This is an optimization exercise on Yosys and OpenROAD, whose aim is small area, a short achievable clock period and few clock cycles per item, not a production implementation. No functional check of the RTL was part of any run shown here.

==> flow/design.v <==
module xts_lane (
  input  wire         clk,
  input  wire         rst,
  input  wire         cmd_valid,
  output wire         cmd_ready,
  input  wire [255:0] cmd_key1,    
  input  wire [255:0] cmd_key2,    
  input  wire [127:0] cmd_tweak,   
  input  wire [7:0]   cmd_nblk,    
  input  wire         in_valid,
  output wire         in_ready,
  input  wire [127:0] in_data,
  output wire         out_valid,
  input  wire         out_ready,
  output reg  [127:0] out_data
);
  function automatic [3:0] sbox_a(input [7:0] a);
    reg U0, U1, U2, U3, U4, U5, U6, U7;
    reg T1, T2, T3, T4, T5, T6, T7, T8, T9, T10, T11, T12;
    reg T13, T14, T15, T16, T17, T18, T19, T20, T21, T22, T23, T24;
    reg T25, T26, T27, M1, M2, M3, M4, M5, M6, M7, M8, M9;
    reg M10, M11, M12, M13, M14, M15, M16, M17, M18, M19, M20, M21;
    reg M22, M23, M24, M25, M26, M27, M28, M29, M30, M31, M32, M33;
    reg M34, M35, M36, M37, M38, M39, M40;
    begin
      {U0, U1, U2, U3, U4, U5, U6, U7} = a;
      T1 = U0 ^ U3;
      T2 = U0 ^ U5;
      T3 = U0 ^ U6;
      T4 = U3 ^ U5;
      T5 = U4 ^ U6;
      T6 = T1 ^ T5;
      T7 = U1 ^ U2;
      T8 = U7 ^ T6;
      T9 = U7 ^ T7;
      T10 = T6 ^ T7;
      T11 = U1 ^ U5;
      T12 = U2 ^ U5;
      T13 = T3 ^ T4;
      T14 = T6 ^ T11;
      T15 = T5 ^ T11;
      T16 = T5 ^ T12;
      T17 = T9 ^ T16;
      T18 = U3 ^ U7;
      T19 = T7 ^ T18;
      T20 = T1 ^ T19;
      T21 = U6 ^ U7;
      T22 = T7 ^ T21;
      T23 = T2 ^ T22;
      T24 = T2 ^ T10;
      T25 = T20 ^ T17;
      T26 = T3 ^ T16;
      T27 = T1 ^ T12;
      M1 = T13 & T6;
      M2 = T23 & T8;
      M3 = T14 ^ M1;
      M4 = T19 & U7;
      M5 = M4 ^ M1;
      M6 = T3 & T16;
      M7 = T22 & T9;
      M8 = T26 ^ M6;
      M9 = T20 & T17;
      M10 = M9 ^ M6;
      M11 = T1 & T15;
      M12 = T4 & T27;
      M13 = M12 ^ M11;
      M14 = T2 & T10;
      M15 = M14 ^ M11;
      M16 = M3 ^ M2;
      M17 = M5 ^ T24;
      M18 = M8 ^ M7;
      M19 = M10 ^ M15;
      M20 = M16 ^ M13;
      M21 = M17 ^ M15;
      M22 = M18 ^ M13;
      M23 = M19 ^ T25;
      M24 = M22 ^ M23;
      M25 = M22 & M20;
      M26 = M21 ^ M25;
      M27 = M20 ^ M21;
      M28 = M23 ^ M25;
      M29 = M28 & M27;
      M30 = M26 & M24;
      M31 = M20 & M23;
      M32 = M27 & M31;
      M33 = M27 ^ M25;
      M34 = M21 & M22;
      M35 = M24 & M34;
      M36 = M24 ^ M25;
      M37 = M21 ^ M29;
      M38 = M32 ^ M33;
      M39 = M23 ^ M30;
      M40 = M35 ^ M36;
      sbox_a = {M40, M39, M38, M37};
    end
  endfunction
  function automatic [7:0] sbox_b(input [3:0] m, input [7:0] a);
    reg U0, U1, U2, U3, U4, U5, U6, U7;
    reg M37, M38, M39, M40;
    reg T1, T2, T3, T4, T5, T6, T7, T8, T9, T10, T11, T12;
    reg T13, T15, T16, T17, T18, T19, T20, T21, T22, T23, T27, M41;
    reg M42, M43, M44, M45, M46, M47, M48, M49, M50, M51, M52, M53;
    reg M54, M55, M56, M57, M58, M59, M60, M61, M62, M63, L0, L1;
    reg L2, L3, L4, L5, L6, L7, L8, L9, L10, L11, L12, L13;
    reg L14, L15, L16, L17, L18, L19, L20, L21, L22, L23, L24, L25;
    reg L26, L27, L28, L29, S0, S1, S2, S3, S4, S5, S6, S7;
    begin
      {U0, U1, U2, U3, U4, U5, U6, U7} = a;
      {M40, M39, M38, M37} = m;
      T1 = U0 ^ U3;
      T2 = U0 ^ U5;
      T3 = U0 ^ U6;
      T4 = U3 ^ U5;
      T5 = U4 ^ U6;
      T6 = T1 ^ T5;
      T7 = U1 ^ U2;
      T8 = U7 ^ T6;
      T9 = U7 ^ T7;
      T10 = T6 ^ T7;
      T11 = U1 ^ U5;
      T12 = U2 ^ U5;
      T13 = T3 ^ T4;
      T15 = T5 ^ T11;
      T16 = T5 ^ T12;
      T17 = T9 ^ T16;
      T18 = U3 ^ U7;
      T19 = T7 ^ T18;
      T20 = T1 ^ T19;
      T21 = U6 ^ U7;
      T22 = T7 ^ T21;
      T23 = T2 ^ T22;
      T27 = T1 ^ T12;
      M41 = M38 ^ M40;
      M42 = M37 ^ M39;
      M43 = M37 ^ M38;
      M44 = M39 ^ M40;
      M45 = M42 ^ M41;
      M46 = M44 & T6;
      M47 = M40 & T8;
      M48 = M39 & U7;
      M49 = M43 & T16;
      M50 = M38 & T9;
      M51 = M37 & T17;
      M52 = M42 & T15;
      M53 = M45 & T27;
      M54 = M41 & T10;
      M55 = M44 & T13;
      M56 = M40 & T23;
      M57 = M39 & T19;
      M58 = M43 & T3;
      M59 = M38 & T22;
      M60 = M37 & T20;
      M61 = M42 & T1;
      M62 = M45 & T4;
      M63 = M41 & T2;
      L0 = M61 ^ M62;
      L1 = M50 ^ M56;
      L2 = M46 ^ M48;
      L3 = M47 ^ M55;
      L4 = M54 ^ M58;
      L5 = M49 ^ M61;
      L6 = M62 ^ L5;
      L7 = M46 ^ L3;
      L8 = M51 ^ M59;
      L9 = M52 ^ M53;
      L10 = M53 ^ L4;
      L11 = M60 ^ L2;
      L12 = M48 ^ M51;
      L13 = M50 ^ L0;
      L14 = M52 ^ M61;
      L15 = M55 ^ L1;
      L16 = M56 ^ L0;
      L17 = M57 ^ L1;
      L18 = M58 ^ L8;
      L19 = M63 ^ L4;
      L20 = L0 ^ L1;
      L21 = L1 ^ L7;
      L22 = L3 ^ L12;
      L23 = L18 ^ L2;
      L24 = L15 ^ L9;
      L25 = L6 ^ L10;
      L26 = L7 ^ L9;
      L27 = L8 ^ L10;
      L28 = L11 ^ L14;
      L29 = L11 ^ L17;
      S0 = L6 ^ L24;
      S1 = ~(L16 ^ L26);
      S2 = ~(L19 ^ L28);
      S3 = L6 ^ L21;
      S4 = L20 ^ L22;
      S5 = L25 ^ L29;
      S6 = ~(L13 ^ L27);
      S7 = ~(L6 ^ L23);
      sbox_b = {S0, S1, S2, S3, S4, S5, S6, S7};
    end
  endfunction
  function automatic [7:0] xtime(input [7:0] a);
    xtime = {a[6:0], 1'b0} ^ (a[7] ? 8'h1B : 8'h00);
  endfunction
  function automatic [31:0] mix_column(input [31:0] c);
    reg [7:0] a0, a1, a2, a3;
    begin
      a0 = c[7:0]; a1 = c[15:8]; a2 = c[23:16]; a3 = c[31:24];
      mix_column[7:0]   = xtime(a0) ^ (xtime(a1) ^ a1) ^ a2 ^ a3;
      mix_column[15:8]  = a0 ^ xtime(a1) ^ (xtime(a2) ^ a2) ^ a3;
      mix_column[23:16] = a0 ^ a1 ^ xtime(a2) ^ (xtime(a3) ^ a3);
      mix_column[31:24] = (xtime(a0) ^ a0) ^ a1 ^ a2 ^ xtime(a3);
    end
  endfunction
  function automatic [191:0] stage1(input [127:0] s);
    integer i;
    for (i = 0; i < 16; i = i + 1)
      stage1[12*i +: 12] = {sbox_a(s[8*i +: 8]), s[8*i +: 8]};
  endfunction
  function automatic [127:0] stage2_sr(input [191:0] y);
    reg [127:0] sb;
    integer i, r, c;
    begin
      for (i = 0; i < 16; i = i + 1)
        sb[8*i +: 8] = sbox_b(y[12*i + 8 +: 4], y[12*i +: 8]);
      for (c = 0; c < 4; c = c + 1)
        for (r = 0; r < 4; r = r + 1)
          stage2_sr[8*(r + 4*c) +: 8] = sb[8*(r + 4*((c + r) % 4)) +: 8];
    end
  endfunction
  function automatic [127:0] mix_columns(input [127:0] s);
    integer c;
    for (c = 0; c < 4; c = c + 1)
      mix_columns[32*c +: 32] = mix_column(s[32*c +: 32]);
  endfunction
  function automatic [127:0] mul_alpha(input [127:0] t);
    mul_alpha = {t[126:0], 1'b0} ^ (t[127] ? 128'h87 : 128'h0);
  endfunction
  reg  [4:0]   g;
  reg          va, vb;      
  reg          pb;          
  reg          tw;          
  reg  [8:0]   blk_rem;     
  reg          ov;          
  reg          stall;       
  reg          ir, cr;      
  reg  [127:0] x;           
  reg  [191:0] y;           
  reg  [127:0] kp, kc;      
  reg  [15:0]  km;          
  reg  [255:0] ks;          
  reg  [127:0] tin, tout;   
  assign cmd_ready = cr;
  assign in_ready  = ir;
  assign out_valid = ov;
  wire [127:0] sr      = stage2_sr(y);
  wire [127:0] ring    = mix_columns(sr) ^ kc;
  wire [127:0] fin_val = sr ^ kc ^ (tw ? 128'd0 : tout);
  wire [31:0]  ksub = {sbox_b(km[15:12], kc[127:120]), sbox_b(km[11:8], kc[119:112]),
                       sbox_b(km[7:4], kc[111:104]), sbox_b(km[3:0], kc[103:96])};
  wire         krot = g[1];                      
  wire [7:0]   rcon = 8'd1 << g[4:2];
  wire [31:0]  kt   = krot ? ({ksub[7:0], ksub[31:8]} ^ {24'd0, rcon}) : ksub;
  wire [127:0] knew;
  assign knew[31:0]   = kp[31:0]   ^ kt;
  assign knew[63:32]  = kp[63:32]  ^ knew[31:0];
  assign knew[95:64]  = kp[95:64]  ^ knew[63:32];
  assign knew[127:96] = kp[127:96] ^ knew[95:64];
  wire finA = (g == 5'd27) & va & ~tw;
  wire finT = (g == 5'd27) & va & tw;
  wire finB = ((g == 5'd0) & pb) | ((g == 5'd28) & vb);
  wire wr   = (finA | finB) & ~stall;
  wire acc_in  = ir & in_valid;
  wire acc_cmd = cr & cmd_valid;
  reg  [4:0] g_n;
  reg        va_n, vb_n, pb_n, tw_n;
  reg  [8:0] br_n;
  reg        ov_n, stall_n, ir_n, cr_n, fin_n, slot_n;
  always @(*) begin
    g_n = g; va_n = va; vb_n = vb; pb_n = pb; tw_n = tw; br_n = blk_rem;
    if (!stall) begin
      if (acc_cmd) begin
        g_n = 5'd0; va_n = 1'b1; vb_n = 1'b0; pb_n = 1'b0; tw_n = 1'b1;
        br_n = {1'b0, cmd_nblk} + 9'd1;
      end else if (g == 5'd27) begin
        if (acc_in) begin
          g_n = 5'd0; va_n = 1'b1; vb_n = 1'b0; pb_n = vb;
        end else begin
          g_n = 5'd28; va_n = 1'b0; tw_n = 1'b0;
        end
      end else if (g == 5'd28) begin
        vb_n = 1'b0;
        if (acc_in) begin
          g_n = 5'd0; va_n = 1'b1; pb_n = 1'b0;
        end
      end else begin
        g_n = g + 5'd1;
        if (g == 5'd0) begin
          pb_n = 1'b0;
          if (acc_in) vb_n = 1'b1;
        end
      end
      if (acc_in) br_n = blk_rem - 9'd1;
    end
    ov_n    = wr | (ov & ~out_ready);
    fin_n   = ((g_n == 5'd27) & va_n & ~tw_n) | ((g_n == 5'd0) & pb_n) |
              ((g_n == 5'd28) & vb_n);
    stall_n = fin_n & ov_n;
    slot_n  = ((g_n == 5'd27) & ~tw_n) | (g_n == 5'd28) | ((g_n == 5'd0) & ~tw_n);
    ir_n    = ~stall_n & (br_n != 9'd0) & slot_n;
    cr_n    = ~stall_n & (br_n == 9'd0) & (g_n == 5'd28) & ~vb_n;
  end
  always @(posedge clk) begin
    if (rst) begin
      g <= 5'd28; va <= 1'b0; vb <= 1'b0; pb <= 1'b0; tw <= 1'b0;
      blk_rem <= 9'd0; ov <= 1'b0; stall <= 1'b0; ir <= 1'b0; cr <= 1'b1;
    end else begin
      g <= g_n; va <= va_n; vb <= vb_n; pb <= pb_n; tw <= tw_n;
      blk_rem <= br_n; ov <= ov_n; stall <= stall_n; ir <= ir_n; cr <= cr_n;
    end
  end
  always @(posedge clk) begin
    km <= {sbox_a(kc[127:120]), sbox_a(kc[119:112]), sbox_a(kc[111:104]), sbox_a(kc[103:96])};
    if (!stall) begin
      y <= stage1(x);
      if (cr)
        x <= cmd_tweak ^ cmd_key2[127:0];
      else if (ir)
        x <= in_data ^ tin ^ ks[127:0];
      else
        x <= ring;
      if (cr)
        {kc, kp} <= cmd_key2;
      else if (g == 5'd0 && !tw)
        {kc, kp} <= ks;
      else if (!g[0] && g >= 5'd2 && g <= 5'd26)
        {kp, kc} <= {kc, knew};
    end
    if (cr)
      ks <= cmd_key1;
    if (finT)
      tin <= fin_val;
    else if (acc_in)
      tin <= mul_alpha(tin);
    if (finT)
      tout <= fin_val;
    else if (wr)
      tout <= mul_alpha(tout);
    if (wr)
      out_data <= fin_val;
  end
endmodule
==> flow/run.sh <==
#!/bin/bash
# synth_recipe.tcl (not shown) runs the flow's synth.tcl, then flattens the netlist and writes it again
# the make line also repeats each setting of config.mk as NAME=value (left out here)
make -C /OpenROAD-flow-scripts/flow DESIGN_CONFIG=/design/flow/config.mk WORK_HOME=/design/flow/orfs CLKGATE_MAP_FILE= SYNTH_SCRIPT=/design/flow/synth_recipe.tcl finish
==> flow/config.mk <==
export PLATFORM = sky130hd
export DESIGN_NAME = xts_lane
export DESIGN_NICKNAME = xts_lane
export VERILOG_FILES = /design/flow/design.v
export SDC_FILE = /design/flow/constraint.sdc
export NUM_CORES = 8
export LEC_CHECK = 0
export CAP_MARGIN = 20
export CORE_MARGIN = 2
export CORE_UTILIZATION = 30
export PLACE_DENSITY = 0.4
export SLEW_MARGIN = 20
==> flow/constraint.sdc <==
create_clock -name core_clock -period 8.5 [get_ports {clk}]
set_input_delay 1.7000 -clock core_clock [delete_from_list [all_inputs] [get_ports {clk}]]
set_output_delay 1.7000 -clock core_clock [all_outputs]
set_load 0.01 [all_outputs]
==> results of run 1 <==
[stage by stage]
step	cell area, um2	cells
global route	113000	13979
global placement	107000	13675
floorplan	93900	8985
CTS	113000	13975
detailed placement	108000	13678
finish	113000	13991
[Yosys cell counts (all sizes together), types with 33 or more instances]
master,instances,area [um2]
xnor2,2039,18100
dfxtp,38,761
nand2,741,2780
nor3b,33,248
nor2b,202,1260
nand3,72,360
ha,45,563
xor2,695,6130
a21boi,38,285
buf,129,606
o22ai,47,294
a21o,195,1460
o21a,124,931
edfxtp,1216,36500
mux2,62,702
o211ai,36,270
a22oi,98,746
nor3,77,390
nand2b,118,738
nor2,533,2000
inv,97,364
xnor3,187,4210
a211oi,51,388
xor3,46,1090
and2,111,694
a21oi,366,1840
clkbuf,367,1380
mux2i,285,2860
o21ai,581,2910
[sequential cells by signal, summed over array words and instances (netlist names), 5 cells and up]
signal,count
g,5
tin,128
ks,256
kc,128
x,128
out_data,128
tout,128
kp,128
km,16
y,192
blk_rem,9
[layout make-up]
cell class                 count  area [um2]
antenna                       16        40.0
clock buffer                 218        4540
clock inverter                79         897
fill                       30961      199000
inverter                      99         384
multi-input combinational   7136       54400
sequential                  1254       37300
tap                         4140        5180
timing repair buffer        1049       10300
[routing by layer]
| layer | routed length, um | track usage (%) |
|---|---|---|
| met1 | 195000 | 36.5 |
| met2 | 196000 | 41.9 |
| met3 | 24900 | 3.59 |
| met4 | 17700 | 9.86 |
| met5 | 83 | 0 |
[cells by family after synthesis]
family                     Yosys count  synth area share, %
buffers and inverters              595                 2.51
xor gates and xnor gates          2967                 31.5
muxes                              349                 3.84
DFF                               1254                 39.7
adders and majority gates           45                0.600
AOI/OAI and AO/OA                 1774                 12.0
and+or+nand+nor                   2001                 9.88
[worst paths after layout]
| kind | startpoint | to |
|---|---|---|
| max | kc[121] | kc[87] |
| min | tout[94] | tout[95] |
| max reg2reg | kc[121] | kc[87] |
| min reg2reg | tout[94] | tout[95] |
==> reports/qor.csv, run 1 <==
metric;value;unit
slew-limit-headroom;16.1;%
finalSetupViolations;0;
fin_nets;10534;
rrSetupSlack;2960;ps
setup_slack;2960;ps
ys_seq_elements;1254;
hp-class;register to register;
grt_max_degree;156;
synth_area;0.0938;mm2
grt_pass1_vias;69874;
cap_violations;0;
clockBufferDepth;4;
cpPeakStageDelay;900;ps
post-route-period-util;65.2;%
core_area;0.312;mm2
finClkSkew;46.5;ps
worstPathRequired;9170;ps
fp.dieH;563;um
die_area;0.317;mm2
layout_commonest_cell;xnor2_1;
timing.hold.ws;536;ps
gp_congestion;0.916;
cp_max_fo;16;
drtAntennaViolNets;0;
seq_area_frac_synth;39.7;%
vias_per_cell;5.13;
drtIter0Drc;6793;
fin_util;36.3;%
worstHoldPathCells;1;
worstRegToRegCells;11;
dp_hpwl;344000;um
slowest_stage;edfxtp_1;
fmaxAchievable;0.180;GHz
wl;434000;um
wl_per_cell;31.0;um
mostFrequentLayoutCells;1994 x xnor2_1, 1216 x edfxtp_1, 911 x clkdlybuf4s50_1;
pre_cts_slack;2980;ps
grt.total_usage;26.4;%
async_reset_ff_share;0;%
netlist_instances;8985;
cts-buffers-inserted;168;
drive_gt1_share;5.51;%
grt_pass1_wl;583000;um
start_kind;register;
setup_tns;0;ps
tritoncts;built;
grt_overflow;0;
vias;71733;
cts.sinks;1254;
cts.root.buffer_cell;clkbuf_16;
hold_viol_final;0;
critPathTopFamily;XOR/XNOR gates;
worstMarginPinSlew;1250;ps
clock_latency;870;ps
setup.worst_path.end_class;register;
syn_area_per_cell;10.4;um2
grt_antenna_before_repair;37;
fp.dieW;563;um
cts_htree_levels;4;
ys_types;103;
path_depth;11;
numPortBuffers;911;
path_buf_inv;0;
synth_edf_count;1216;
initial_core_util;30.1;%
cp_cell_sequence;xnor2_2, xnor2_1, nor3_1, o32ai_1, xnor2_1, xnor3_1, mux2i_1, xor2_1, xnor2_1, nand2_1, a21oi_1;
rsz0062_at_grt;false;
postCtsHoldBufs;0;
num_io_pins;912;
cts_resized;0;
worstPathArrival;6210;ps
path_clk_slew;60;ps
synth_ff_type;edfxtp_1;
ys_warn_count;1;
postCtsSetupRepairBufs;0;
criticalPathCategory;register to register;
maxSlewViolCount;0;
syn_to_final_growth;20.5;%
fin_crit;5540;ps
rows;205;
cpMostUsedCell;xnor2_1;
status;timing/DRC/antenna clean;
synth_nets;9811;
route.detailed.drc;0;
first_pass_iters;8;
==> inputs of run 2 (changes only) <==
--- a/flow/config.mk
+++ b/flow/config.mk
@@ -5,8 +5,10 @@
 export SDC_FILE = /design/flow/constraint.sdc
 export NUM_CORES = 8
 export LEC_CHECK = 0
+export ABC_CLOCK_PERIOD_IN_PS = 4000
 export CAP_MARGIN = 20
 export CORE_MARGIN = 2
-export CORE_UTILIZATION = 30
-export PLACE_DENSITY = 0.4
+export CORE_UTILIZATION = 40
+export PLACE_DENSITY = 0.55
+export SETUP_SLACK_MARGIN = 3.0
 export SLEW_MARGIN = 20
==> reports/qor.csv, run 2 <==
metric;value;unit;change
status;timing/DRC/antenna clean;;
worstPathArrival;5890;ps;-320 ps
wl_per_cell;30.6;um;-1.3%
cts.sinks;1254;;unchanged
synth-xor-area-share;31.5;%;unchanged
synth_top_area_share;38.9;%;unchanged
initial_core_util;40.3;%;+10 points
rrSetupSlack;3200;ps;+240 ps
maxSlewViolCount;0;;unchanged
grt.total_usage;32.2;%;+5.8 points
drive_gt1_share;5.06;%;-0.45 points
pre_cts_slack;3040;ps;+58.4 ps
fp.dieW;488;um;-13%
die_area;0.238;mm2;-25%
netlist_instances;8985;;unchanged
num_io_pins;912;;unchanged
synth_ff_type;edfxtp_1;;
fmaxAchievable;0.189;GHz;+4.5%
slew-limit-headroom;7.28;%;-8.8 points
whs_endpoint;tout[72];;
setup_tns;0;ps;unchanged
worstRegToRegCells;11;;unchanged
final-instance-count-excl-fill;12942;;-7.5%
core_area;0.233;mm2;-25%
synth_area;0.0938;mm2;unchanged
setup_slack;3200;ps;+238 ps
ys_seq_elements;1254;;unchanged
r2r-start;kc[100];;
grt_overflow;0;;unchanged
grt_util_met1;43.3;%;+6.9 points
hold_viol_final;0;;unchanged
route.detailed.drc;0;;unchanged
reg.largest.list;ks x256, y x192;;
grt_antenna_before_repair;31;;-16%
met2_usage;49.4;%;+7.5 points
fill_cells;21613;;-30%
synth_top_area_cell;edfxtp_1;;
gp_congestion;0.964;;+5.3%
seq_area_frac_synth;39.7;%;unchanged
mostFrequentLayoutCells;2000 x xnor2_1, 1216 x edfxtp_1, 911 x clkdlybuf4s50_1;;
final_area;0.111;mm2;-1.6%
regMostFlops;ks;;
worstPathRequired;9080;ps;-90 ps
rows;177;;-14%
synth_top_family_by_area;XOR/XNOR gates;;
cts.root.buffer_cell;clkbuf_16;;
synth.area.mux_share;3.84;%;unchanged
synth-simple-area-share;9.88;%;unchanged
synth_edf_count;1216;;unchanged
clock_latency;850;ps;-20 ps
reg2reg_to;kc[97];;
dp_hpwl;313000;um;-8.9%
largest_reg_flops;256;;unchanged
ys_types;103;;unchanged
synth_nets;9811;;unchanged
rsz0062_at_grt;false;;
drtAntennaViolNets;0;;unchanged
clockBufferDepth;3;;-1
finalSetupViolations;0;;unchanged
vias_per_cell;5.62;;+9.5%
async_reset_ff_share;0;%;unchanged
cap_violations;0;;unchanged
dp_cells;12635;;-7.6%
fp.dieH;488;um;-13%
setup.worst_path.end_class;register;;
hp-class;register to register;;
fin_nets;10497;;-0.35%
ys_warn_count;1;;unchanged
drtIter0Drc;8783;;+29%
criticalPathCategory;register to register;;
vias;72677;;+1.3%
met3_usage;5.92;%;+2.3 points
synth-compound-area-share;12.0;%;unchanged
synth.top_cells.by_area;edfxtp_1 39%, xnor2_1 19%, xor2_1 6.4%, xnor3_1 4.5%, mux2i_1 3.0%;;
synth_common_cells;2007 x xnor2_1, 1216 x edfxtp_1, 741 x nand2_1, 689 x xor2_1, 533 x nor2_1;;
worstMarginPinSlew;1390;ps;+143 ps
numPortBuffers;911;;unchanged
post-route-period-util;62.4;%;-2.8 points
path_clk_slew;60;ps;about the same
grt_pass1_vias;69594;;-0.40%
postCtsHoldBufs;0;;unchanged
place_area;0.106;mm2;-1.5%
cts-buffers-inserted;156;;-7.1%
tritoncts;built;;
grt_max_degree;176;;+13%
first_pass_iters;6;;-2
layout_commonest_cell;xnor2_1;;
fin_crit;5300;ps;-238 ps
worstHoldPathCells;1;;unchanged
synth-adder-area-share;0.600;%;unchanged
grt_pass1_wl;540000;um;-7.4%
min_from;tout[71];;
syn_area_per_cell;10.4;um2;unchanged
cp_max_fo;17;;+1
wl;396000;um;-8.7%
busiest_layer;met2;;
finClkSkew;61.9;ps;+15.4 ps
syn_to_final_growth;18.6;%;
start_kind;register;;
cts_htree_levels;4;;unchanged
yosysMostFrequentCell;xnor2_1;;
## run 2: worst max-delay path by stage
stage / cells after the start / slack (ps) / endpoint / start
5_1_grt: 11 / 3070 / kc[85] / kc[124]
3_5_place_dp: 11 / 3040 / kc[101] / kc[108]
2_1_floorplan: 6 / 840 / kc[0] / cr
6_report: 11 / 3200 / kc[97] / kc[100]
3_3_place_gp: 11 / 2280 / kc[67] / kc[99]
4_1_cts: 11 / 3140 / kc[85] / kc[121]
## run 2: timing repair
item                       CTS  global route
buffers inserted             0             9
gates resized for setup      2             0
setup endpoints to repair    2             2
## run 2: metal layers
layer,vias up,share of wire (%),wire (um)
met4,8,5.9,23500
met2,3356,44,175000
met3,604,8.0,31800
met1,36030,42,166000
li1,32679,-,-
met5,-,0.014,55
## run 2: cells by family (layout without fill, tap and decap cells)
kind of cell / count (synthesis) / count (layout)
adder cells (fa/ha/maj): 45 / 45
buffers and inverters: 595 / 1405
XOR/XNOR: 2967 / 2967
multiplexers: 349 / 349
other: 0 / 15
AND/OR/NAND/NOR: 2001 / 2001
flip-flops: 1254 / 1254
AO/OA/AOI/OAI: 1774 / 1774
## run 2: worst max-delay path, cell delays in order, from the launching register on
cell	delay (ps)
edfxtp_1	820
xnor2_4	520
xnor3_1	490
nor3_1	220
a31oi_1	70
xnor2_1	470
xor2_1	470
mux2i_1	240
xor2_2	660
xnor2_1	480
xnor2_1	260
a221o_1	350
## run 2: final cells by class
cell class                 instances  area [um2]  share of cell area, %
inverter                          99         383                  0.344
sequential                      1254       37300                   33.5
multi-input combinational       7136       54400                   48.9
antenna                           15        37.5                 0.0337
timing repair buffer            1024       10100                   9.11
clock inverter                    92        1040                  0.935
clock buffer                     190        4080                   3.67
tap                             3132        3920                   3.52
## run 2: through the flow
step / utilization (%) / hold slack (ps)
after floorplan: - / 424
after global placement: 45.5 / 524
after detailed placement: 45.5 / 521
after CTS: 47.7 / 537
after global routing: 47.7 / 558
final: 47.8 / 533
==> inputs of run 3 (changes only) <==
==> flow/config.mk (replaced) <==
export PLATFORM = sky130hd
export DESIGN_NAME = xts_lane
export DESIGN_NICKNAME = xts_lane
export VERILOG_FILES = /design/flow/design.v
export SDC_FILE = /design/flow/constraint.sdc
export NUM_CORES = 8
export LEC_CHECK = 0
export ABC_CLOCK_PERIOD_IN_PS = 3000
export CAP_MARGIN = 20
export CORE_MARGIN = 2
export CORE_UTILIZATION = 40
export PLACE_DENSITY = 0.55
export SETUP_SLACK_MARGIN = 5.0
export SLEW_MARGIN = 20
==> reports/qor.csv, run 3 <==
metric;value;unit;change
reg.largest.list;ks x256, y x192;;
wl_met1;172000;um;+3.5%
synth_top_area_share;38.9;%;unchanged
slew-limit-headroom;18.9;%;+12 points
largest_reg_flops;256;;unchanged
synth.top_cells.by_area;edfxtp_1 39%, xnor2_1 19%, xor2_1 6.4%, xnor3_1 4.5%, mux2i_1 3.0%;;
fp.dieW;488;um;unchanged
synth_top_area_cell;edfxtp_1;;
numPortBuffers;911;;unchanged
die_area;0.238;mm2;unchanged
hold_viol_final;0;;unchanged
syn_area_per_cell;10.4;um2;unchanged
ys_seq_elements;1254;;unchanged
ys_warn_count;1;;unchanged
drtIter0Drc;9282;;+5.7%
ff_latch_area;0.0373;mm2;+0.11%
place_area;0.106;mm2;+0.15%
grt.total_usage;34.3;%;+2.1 points
grt_antenna_before_repair;41;;+32%
dp_hpwl;313000;um;about the same
fin_crit;4100;ps;-1200 ps
ys_types;103;;unchanged
synth_common_cells;2007 x xnor2_1, 1216 x edfxtp_1, 741 x nand2_1, 689 x xor2_1, 533 x nor2_1;;
finClkSkew;64.1;ps;+2.26 ps
grt_max_degree;167;;-5.1%
num_io_pins;912;;unchanged
cap_violations;0;;unchanged
maxSlewViolCount;0;;unchanged
crit_start;y[23];;
drive_gt1_share;31.2;%;+26 points
path_clk_slew;70;ps;about the same
cts-buffers-inserted;158;;+1.3%
final-instance-count-excl-fill;14430;;+11%
synth_edf_count;1216;;unchanged
grt_pass1_wl;579000;um;+7.2%
first_pass_iters;7;;+1
mostFrequentLayoutCells;1398 x xnor2_1, 1216 x edfxtp_1, 1118 x buf_4;;
dp_cells;12649;;+0.11%
seq_area_frac_synth;39.7;%;unchanged
fill_cells;18568;;-14%
async_reset_ff_share;0;%;unchanged
worstMarginPinSlew;1210;ps;-179 ps
cts.root.buffer_cell;clkbuf_16;;
min_from;tout[109];;
fp.dieH;488;um;unchanged
regMostFlops;ks;;
r2r-start;y[23];;
finalSetupViolations;0;;unchanged
route.detailed.drc;0;;unchanged
cp_max_fo;4;;-13
final_area;0.140;mm2;+26%
yosysMostFrequentCell;xnor2_1;;
syn_to_final_growth;48.8;%;
gp_congestion;0.970;;+0.63%
clock_latency;890;ps;+40 ps
start_kind;register;;
cts.sinks;1254;;unchanged
synth_area;0.0938;mm2;unchanged
drtAntennaViolNets;0;;unchanged
wl_per_cell;30.0;um;-2.0%
wl;433000;um;+9.3%
post-route-period-util;48.2;%;-14 points
multi_input_area;0.0687;mm2;+26%
topRoutingLayerUsed;met5;;
synth_ff_type;edfxtp_1;;
worstPathRequired;9030;ps;-50 ps
timing.hold.ws;524;ps;-9.87 ps
status;timing/DRC/antenna clean;;
rows;177;;unchanged
cts_htree_levels;4;;unchanged
core_area;0.233;mm2;unchanged
fin_nets;11973;;+14%
netlist_instances;8985;;unchanged
setup.worst_path.end_class;register;;
tritoncts;built;;
layout_commonest_cell;xnor2_1;;
grt_pass1_vias;76637;;+10%
setup_tns;0;ps;unchanged
grt_overflow;0;;unchanged
clockBufferDepth;3;;unchanged
routed-wl-met3;36800;um;+15%
synth_nets;9811;;unchanged
initial_core_util;40.3;%;unchanged
fmaxAchievable;0.244;GHz;+29%
vias;81336;;+12%
vias_per_cell;5.64;;+0.37%
hp-class;register to register;;
criticalPathCategory;register to register;;
rsz0062_at_grt;true;;
worstPathArrival;4640;ps;-1250 ps
wl_met2;195000;um;+11%
-- run 3: cell counts after synthesis --
Identical to the previous run, type by type.
-- run 3: kinds of logic after synthesis --
family          Yosys count  share of synthesized area, %
simple gates           2001                          9.88
flops                  1254                          39.7
buf+inv                 595                          2.51
mux                     349                          3.84
xor+xnor               2967                          31.5
fa+ha+maj                45                         0.600
compound gates         1774                          12.0
-- run 3: path summary, 6_finish.rpt --
kind	to	slack (ps)	cells after the start
worst min register to register	tout[110]	520	1
worst max-delay path	x[122]	4400	11
worst max register to register	x[122]	4400	11
worst min-delay path	tout[110]	520	1
-- run 3: final cells by class --
type / count / share of cell area, %
repair buffers: 2494 / 17.1
diodes: 27 / 0.0484
inverters: 99 / 0.284
clock inverters: 94 / 0.882
well taps: 3132 / 2.81
multi-input cells: 7140 / 49.2
flip-flops and latches: 1254 / 26.7
clock buffers: 190 / 2.93
-- run 3: routing by layer --
layer	vias up	track usage, %
li1	35507	-
met1	40757	45.3
met2	4202	52.6
met3	856	6.55
met4	14	19.8
met5	-	0
-- run 3: worst max-delay path, stage by stage (launching register included) --
cell	delay, ps
edfxtp_1	500
xor2_2	330
buf_4	180
nand3_2	90
o211ai_1	180
xnor3_2	610
xnor2_4	330
xnor2_4	170
xnor2_4	360
xnor2_4	130
xnor2_2	160
a222oi_1	720
-- run 3: per-stage QoR --
stage / utilization [%] / setup WS, ps
4_1_cts: 55.7 / 4400
3_3_place_gp: 45.5 / 2070
6_report: 59.9 / 4400
3_5_place_dp: 45.6 / 3000
2_1_floorplan: - / 844
5_1_grt: 59.9 / 4340
-- run 3: timing repair --
action,in CTS,in global routing
setup endpoints to repair,1008,594
gates resized for setup,1661,1081
cloned,10,0
pin swaps,546,682
buffers inserted,986,474
hold buffers,0,0
==> inputs of run 4 (changes only) <==
==> flow/config.mk (replaced) <==
export PLATFORM = sky130hd
export DESIGN_NAME = xts_lane
export DESIGN_NICKNAME = xts_lane
export VERILOG_FILES = /design/flow/design.v
export SDC_FILE = /design/flow/constraint.sdc
export NUM_CORES = 8
export LEC_CHECK = 0
export ABC_CLOCK_PERIOD_IN_PS = 4000
export CAP_MARGIN = 20
export CORE_MARGIN = 2
export CORE_UTILIZATION = 50
export PLACE_DENSITY = 0.65
export SETUP_SLACK_MARGIN = 4.0
export SLEW_MARGIN = 20
==> reports/qor.csv, run 4 <==
metric;value;unit;change
yosysMostFrequentCell;xnor2_1;;
fill_cells;15550;;-16%
rsz0062_at_grt;true;;
fmaxAchievable;0.222;GHz;-9.0%
cp_max_fo;5;;+1
fin_crit;4510;ps;+406 ps
whs_endpoint;tout[87];;
status;timing/DRC/antenna clean;;
finalSetupViolations;0;;unchanged
first_pass_iters;8;;+1
worstPathArrival;5140;ps;+500 ps
synth_common_cells;2007 x xnor2_1, 1216 x edfxtp_1, 741 x nand2_1, 689 x xor2_1, 533 x nor2_1;;
hp-class;register to register;;
vias_per_cell;6.01;;+6.6%
seq_area_frac_synth;39.7;%;unchanged
maxSlewViolCount;0;;unchanged
ff_latch_area;0.0373;mm2;about the same
initial_core_util;50.1;%;+9.8 points
grt_antenna_before_repair;25;;-39%
drive_gt1_share;8.26;%;-23 points
route.detailed.drc;0;;unchanged
mostFrequentLayoutCells;1892 x xnor2_1, 1216 x edfxtp_1, 911 x clkdlybuf4s50_1;;
clockBufferDepth;3;;unchanged
grt_max_degree;178;;+6.6%
core_area;0.187;mm2;-20%
grt_pass1_vias;70572;;-7.9%
syn_to_final_growth;20.3;%;
vias;74574;;-8.3%
rrSetupSlack;3990;ps;-410 ps
fin_nets;10605;;-11%
fp.dieH;437;um;-10%
min_from;tout[86];;
ys_warn_count;1;;unchanged
worstRegToRegCells;11;;unchanged
setup_tns;0;ps;unchanged
multi_input_area;0.0561;mm2;-18%
synth_top_area_share;38.9;%;unchanged
dp_hpwl;303000;um;-3.2%
post-route-period-util;53.0;%;+4.8 points
die_area;0.191;mm2;-20%
tritoncts;built;;
drtAntennaViolNets;0;;unchanged
ys_types;103;;unchanged
postCtsHoldBufs;0;;unchanged
regMostFlops;ks;;
grt.total_usage;39.2;%;+4.9 points
cts.sinks;1254;;unchanged
grt_pass1_wl;531000;um;-8.4%
reg.largest.list;ks x256, y x192;;
async_reset_ff_share;0;%;unchanged
synth.top_cells.by_area;edfxtp_1 39%, xnor2_1 19%, xor2_1 6.4%, xnor3_1 4.5%, mux2i_1 3.0%;;
r2r-start;kc[114];;
wl_per_cell;31.3;um;+4.3%
grt_overflow;0;;unchanged
gp_congestion;1.04;;+7.4%
layout_commonest_cell;xnor2_1;;
numPortBuffers;911;;unchanged
synth_top_area_cell;edfxtp_1;;
largest_reg_flops;256;;unchanged
criticalPathCategory;register to register;;
cts_htree_levels;4;;unchanged
start_kind;register;;
worstPathRequired;9130;ps;+100 ps
finClkSkew;37.6;ps;-26.5 ps
synth_edf_count;1216;;unchanged
slew-limit-headroom;20.2;%;+1.4 points
syn_area_per_cell;10.4;um2;unchanged
synth_nets;9811;;unchanged
cts.root.buffer_cell;clkbuf_16;;
num_io_pins;912;;unchanged
wl;388000;um;-10%
drtIter0Drc;9115;;-1.8%
synth_ff_type;edfxtp_1;;
clock_latency;850;ps;-40 ps
rows;159;;-10%
netlist_instances;8985;;unchanged
reg2reg_to;kc[113];;
worstMarginPinSlew;1190;ps;-20.5 ps
setup.worst_path.end_class;register;;
path_clk_slew;60;ps;about the same
synth_area;0.0938;mm2;unchanged
hold_viol_final;0;;unchanged
worstHoldPathCells;1;;unchanged
ys_seq_elements;1254;;unchanged
cap_violations;0;;unchanged
fp.dieW;437;um;-10%
cts-buffers-inserted;153;;-3.2%
==> run 4: cell counts after synthesis <==
Identical to the previous run, type by type.
==> run 4: stage by stage <==
stage | worst slack [ps] | instances | hold slack (ps) | cell area [um2] | util, %
2_1_floorplan | 844 | 8985 | 424 | 93900 | -
3_3_place_gp | 2960 | 11983 | 519 | 105000 | 56.1
3_5_place_dp | 2890 | 11983 | 526 | 105000 | 56.1
4_1_cts | 3930 | 12334 | 533 | 111000 | 59.5
5_1_grt | 3900 | 12414 | 540 | 113000 | 60.3
6_report | 3990 | 12417 | 541 | 113000 | 60.3
==> run 4: timing repair <==
item	4_1_cts	5_1_grt
cloned	2	1
setup endpoints to repair	309	197
pin swaps	6	8
endpoints found under the hold margin	0	0
gates resized for setup	106	146
setup buffers	67	66
==> run 4: kinds of logic (layout without fill, tap and decap cells) <==
logic type                 after synthesis  after routing  share of synthesized area [%]
other                                    0             16                              0
and+or+nand+nor                       2001           2003                           9.88
adders and majority gates               45             45                          0.600
muxes                                  349            349                           3.84
buffers and inverters                  595           1513                           2.51
AOI/OAI and AO/OA                     1774           1775                           12.0
xor gates and xnor gates              2967           2967                           31.5
DFF                                   1254           1254                           39.7
==> run 4: area by class of cell <==
type,count,area share (%)
Clock buffer,181,3.57
Clock inverter,101,0.873
Timing Repair Buffer,1132,9.70
Tap cell,2495,2.77
Sequential cell,1254,33.0
Antenna cell,16,0.0355
Multi-Input combinational cell,7139,49.7
Inverter,99,0.341
==> run 4: how the worst max path moves through the flow <==
| stage | start | to | slack [ps] | cells past startpoint |
|---|---|---|---|---|
| after floorplan | cr | kc[0] | 840 | 6 |
| after global placement | kc[113] | kc[106] | 2960 | 11 |
| after detailed placement | kc[98] | kc[67] | 2890 | 11 |
| after CTS | y[41] | x[36] | 3930 | 9 |
| after global routing | y[178] | x[36] | 3900 | 10 |
| final | kc[114] | kc[113] | 3990 | 11 |
==> run 4: critical path: stages, from the launching register on <==
cell and delay, ps:
edfxtp_1 540, xor3_1 630, xnor2_1 370, nand2_1 180, xnor2_1 370, xnor2_1 140
xnor2_1 260, xnor2_2 190, mux2i_2 590, xor3_1 520, mux2i_1 180, o311a_1 330
==> run 4: per-layer routing <==
| metal | wire length [um] | vias to the layer above | share of wire, % | GRT usage [%] |
|---|---|---|---|---|
| met4 | 37000 | 10 | 9.5 | 31.6 |
| met2 | 173000 | 4017 | 45 | 60.0 |
| met5 | 62 | - | 0.016 | 0 |
| met3 | 32100 | 1000 | 8.3 | 6.52 |
| met1 | 146000 | 36636 | 38 | 49.1 |
| li1 | - | 32911 | - | - |
==> inputs of run 5 (changes only) <==
--- a/flow/config.mk
+++ b/flow/config.mk
@@ -10,5 +10,5 @@
 export CORE_MARGIN = 2
 export CORE_UTILIZATION = 50
 export PLACE_DENSITY = 0.65
-export SETUP_SLACK_MARGIN = 4.0
+export SETUP_SLACK_MARGIN = 4.5
 export SLEW_MARGIN = 20
==> reports/qor.csv, run 5 <==
metric;value;unit;change
status;timing/DRC/antenna clean;;
fin_nets;10999;;+3.7%
finalSetupViolations;0;;unchanged
grt_overflow;0;;unchanged
core_area;0.187;mm2;unchanged
wl_met2;176000;um;+1.6%
worstPathArrival;4680;ps;-460 ps
wl_met1;146000;um;-0.29%
seq_area_frac_synth;39.7;%;unchanged
drive_gt1_share;15.8;%;+7.5 points
slowest_stage;a221o_1;;
drtIter0Drc;9537;;+4.6%
ff_latch_area;0.0373;mm2;about the same
routed-wl-met3;34400;um;+7.1%
synth_top_area_share;38.9;%;unchanged
tritoncts;built;;
reg.largest.list;ks x256, y x192;;
final_area;0.120;mm2;+6.1%
gp_congestion;1.03;;-0.67%
numPortBuffers;911;;unchanged
wl_per_cell;30.8;um;-1.6%
post-route-period-util;48.5;%;-4.5 points
cpMostUsedCell;buf_6;;
netlist_instances;8985;;unchanged
place_area;0.105;mm2;about the same
syn_area_per_cell;10.4;um2;unchanged
ys_seq_elements;1254;;unchanged
synth_top_area_cell;edfxtp_1;;
largest_reg_flops;256;;unchanged
wl;394000;um;+1.4%
dp_cells;11983;;unchanged
criticalPathCategory;register to register;;
yosysMostFrequentCell;xnor2_1;;
mostFrequentLayoutCells;1742 x xnor2_1, 1216 x edfxtp_1, 911 x clkdlybuf4s50_1;;
clock_latency;840;ps;about the same
grt_antenna_before_repair;38;;+52%
finClkSkew;29.5;ps;-8.16 ps
rows;159;;unchanged
grt.total_usage;39.5;%;+0.31 points
hp-class;register to register;;
num_io_pins;912;;unchanged
cts.sinks;1254;;unchanged
synth_area;0.0938;mm2;unchanged
regMostFlops;ks;;
timing.hold.ws;541;ps;-0.0650 ps
topRoutingLayerUsed;met5;;
setup_tns;0;ps;unchanged
final-instance-count-excl-fill;12799;;+3.1%
fill_cells;14931;;-4.0%
vias_per_cell;6.01;;about the same
vias;76911;;+3.1%
worstMarginPinSlew;1140;ps;-44.6 ps
grt_pass1_vias;72190;;+2.3%
fp.dieW;437;um;unchanged
ys_types;103;;unchanged
setup.worst_path.end_class;register;;
dp_hpwl;301000;um;-0.74%
postCtsHoldBufs;0;;unchanged
grt_max_degree;150;;-16%
ys_warn_count;1;;unchanged
worstPathRequired;9060;ps;-70 ps
syn_to_final_growth;27.6;%;
cp_cell_sequence;buf_4, inv_4, ha_1, nand2_1, nor2_4, buf_6, buf_6, nor2_1, a221o_1;;
drtAntennaViolNets;0;;unchanged
fmaxAchievable;0.243;GHz;+9.3%
hold_viol_final;0;;unchanged
slew-limit-headroom;23.2;%;+3.0 points
synth_nets;9811;;unchanged
die_area;0.191;mm2;unchanged
rsz0062_at_grt;true;;
clockBufferDepth;3;;unchanged
cap_violations;0;;unchanged
route.detailed.drc;0;;unchanged
multi_input_area;0.0598;mm2;+6.7%
path_clk_slew;60;ps;about the same
cts.root.buffer_cell;clkbuf_16;;
cpPeakStageDelay;480;ps;-150 ps
synth.top_cells.by_area;edfxtp_1 39%, xnor2_1 19%, xor2_1 6.4%, xnor3_1 4.5%, mux2i_1 3.0%;;
cp_max_fo;34;;+29
cts_htree_levels;4;;unchanged
start_kind;register;;
first_pass_iters;6;;-2
grt_pass1_wl;537000;um;+1.1%
async_reset_ff_share;0;%;unchanged
synth_common_cells;2007 x xnor2_1, 1216 x edfxtp_1, 741 x nand2_1, 689 x xor2_1, 533 x nor2_1;;
cts-buffers-inserted;149;;-2.6%
fin_crit;4120;ps;-384 ps
synth_edf_count;1216;;unchanged
layout_commonest_cell;xnor2_1;;
maxSlewViolCount;0;;unchanged
rrSetupSlack;4380;ps;+380 ps
fp.dieH;437;um;unchanged
initial_core_util;50.1;%;unchanged
synth_ff_type;edfxtp_1;;
run 5: path summary, 6_finish.rpt:
check | startpoint | to | depth (start not counted)
min reg2reg | tout[84] | tout[85] | 1
max reg2reg | g[1] | kc[97] | 9
min | tout[84] | tout[85] | 1
max | g[1] | kc[97] | 9
run 5: kinds of logic (layout without fill, tap and decap cells):
| family | after synthesis | count (layout) | synth area share (%) |
|---|---|---|---|
| compound gates | 1774 | 1774 | 12.0 |
| xor+xnor | 2967 | 2967 | 31.5 |
| fa+ha+maj | 45 | 45 | 0.600 |
| buf+inv | 595 | 1895 | 2.51 |
| flops | 1254 | 1254 | 39.7 |
| mux | 349 | 349 | 3.84 |
| other cells | 0 | 18 | 0 |
| simple gates | 2001 | 2002 | 9.88 |
run 5: per-layer routing:
layer	global-route usage [%]	up-vias
li1	-	33627
met1	49.4	37813
met2	60.9	4386
met3	6.72	1069
met4	31.1	16
met5	0	-
run 5: through the flow:
step	setup slack [ps]	utilization (%)
2_1_floorplan	844	-
3_3_place_gp	2380	56.1
3_5_place_dp	2970	56.1
4_1_cts	4350	61.7
5_1_grt	4370	63.9
6_report	4380	64.0
run 5: timing repair:
item                       4_1_cts  5_1_grt
pin swaps                       96      122
buffers inserted               258      274
setup endpoints to repair      530      622
resized for setup              562      305
gates cloned                     0        2
run 5: final cells by class:
type / count / area share (%)
diodes: 18 / 0.0376
clock buffers: 174 / 3.22
clock inverters: 90 / 0.745
inverters: 99 / 0.325
multi-input cells: 7137 / 50.0
flip-flops and latches: 1254 / 31.2
well taps: 2495 / 2.61
repair buffers: 1532 / 11.9
run 5: worst max-delay path: cells and delay by family, from the launching register on:
kind | cells | cell delay, ps
buffers and inverters | 4 | 1650
adders and majority gates | 1 | 380
DFF | 1 | 300
AOI/OAI and AO/OA | 1 | 480
and+or+nand+nor | 3 | 950

[separate check: timing with driven ports]
The results above use ideal ports. As a check the final layouts listed here were re-extracted and re-timed, cells and wires unchanged.
Step 1 (the two cells are an assumption about what drives the block):
set clk [get_ports {clk}]
set_driving_cell -lib_cell sky130_fd_sc_hd__clkbuf_16 $clk
set_driving_cell -lib_cell sky130_fd_sc_hd__buf_2 [delete_from_list [all_inputs] $clk]
Step 2 times the ports against the registers' clock, not the clock port: input delays grow and output delays shrink by t, the midpoint of the rising clock arrivals with the driver on.
a / b / c = no drivers / after step 1 / after step 2; a / b = the first two.
| run | shift t [ns] | slack for setup (ns) | worst setup path at the end | slew at the worst register clock pin (ns) | cell pins on the clock port's net |
|---|---|---|---|---|---|
| run 1 | 0.951 | 2.957 / 2.957 / 2.957 | register to register | 0.07 / 0.07 | 1 |
| run 2 | 0.919 | 3.195 / 3.195 / 3.195 | register to register | 0.07 / 0.07 | 1 |
| run 3 | 0.953 | 4.399 / 4.399 / 4.228 | input to register | 0.07 / 0.07 | 1 |
| run 4 | 0.928 | 3.993 / 3.993 / 3.825 | input to register | 0.07 / 0.07 | 1 |
| run 5 | 0.919 | 4.377 / 4.377 / 3.918 | input to register | 0.07 / 0.07 | 1 |
After both steps setup and hold are still met in every run listed. For run 5, which loses most, drivers alone change the setup slack by 0.000 ns; drivers and shift together by -0.459 ns.
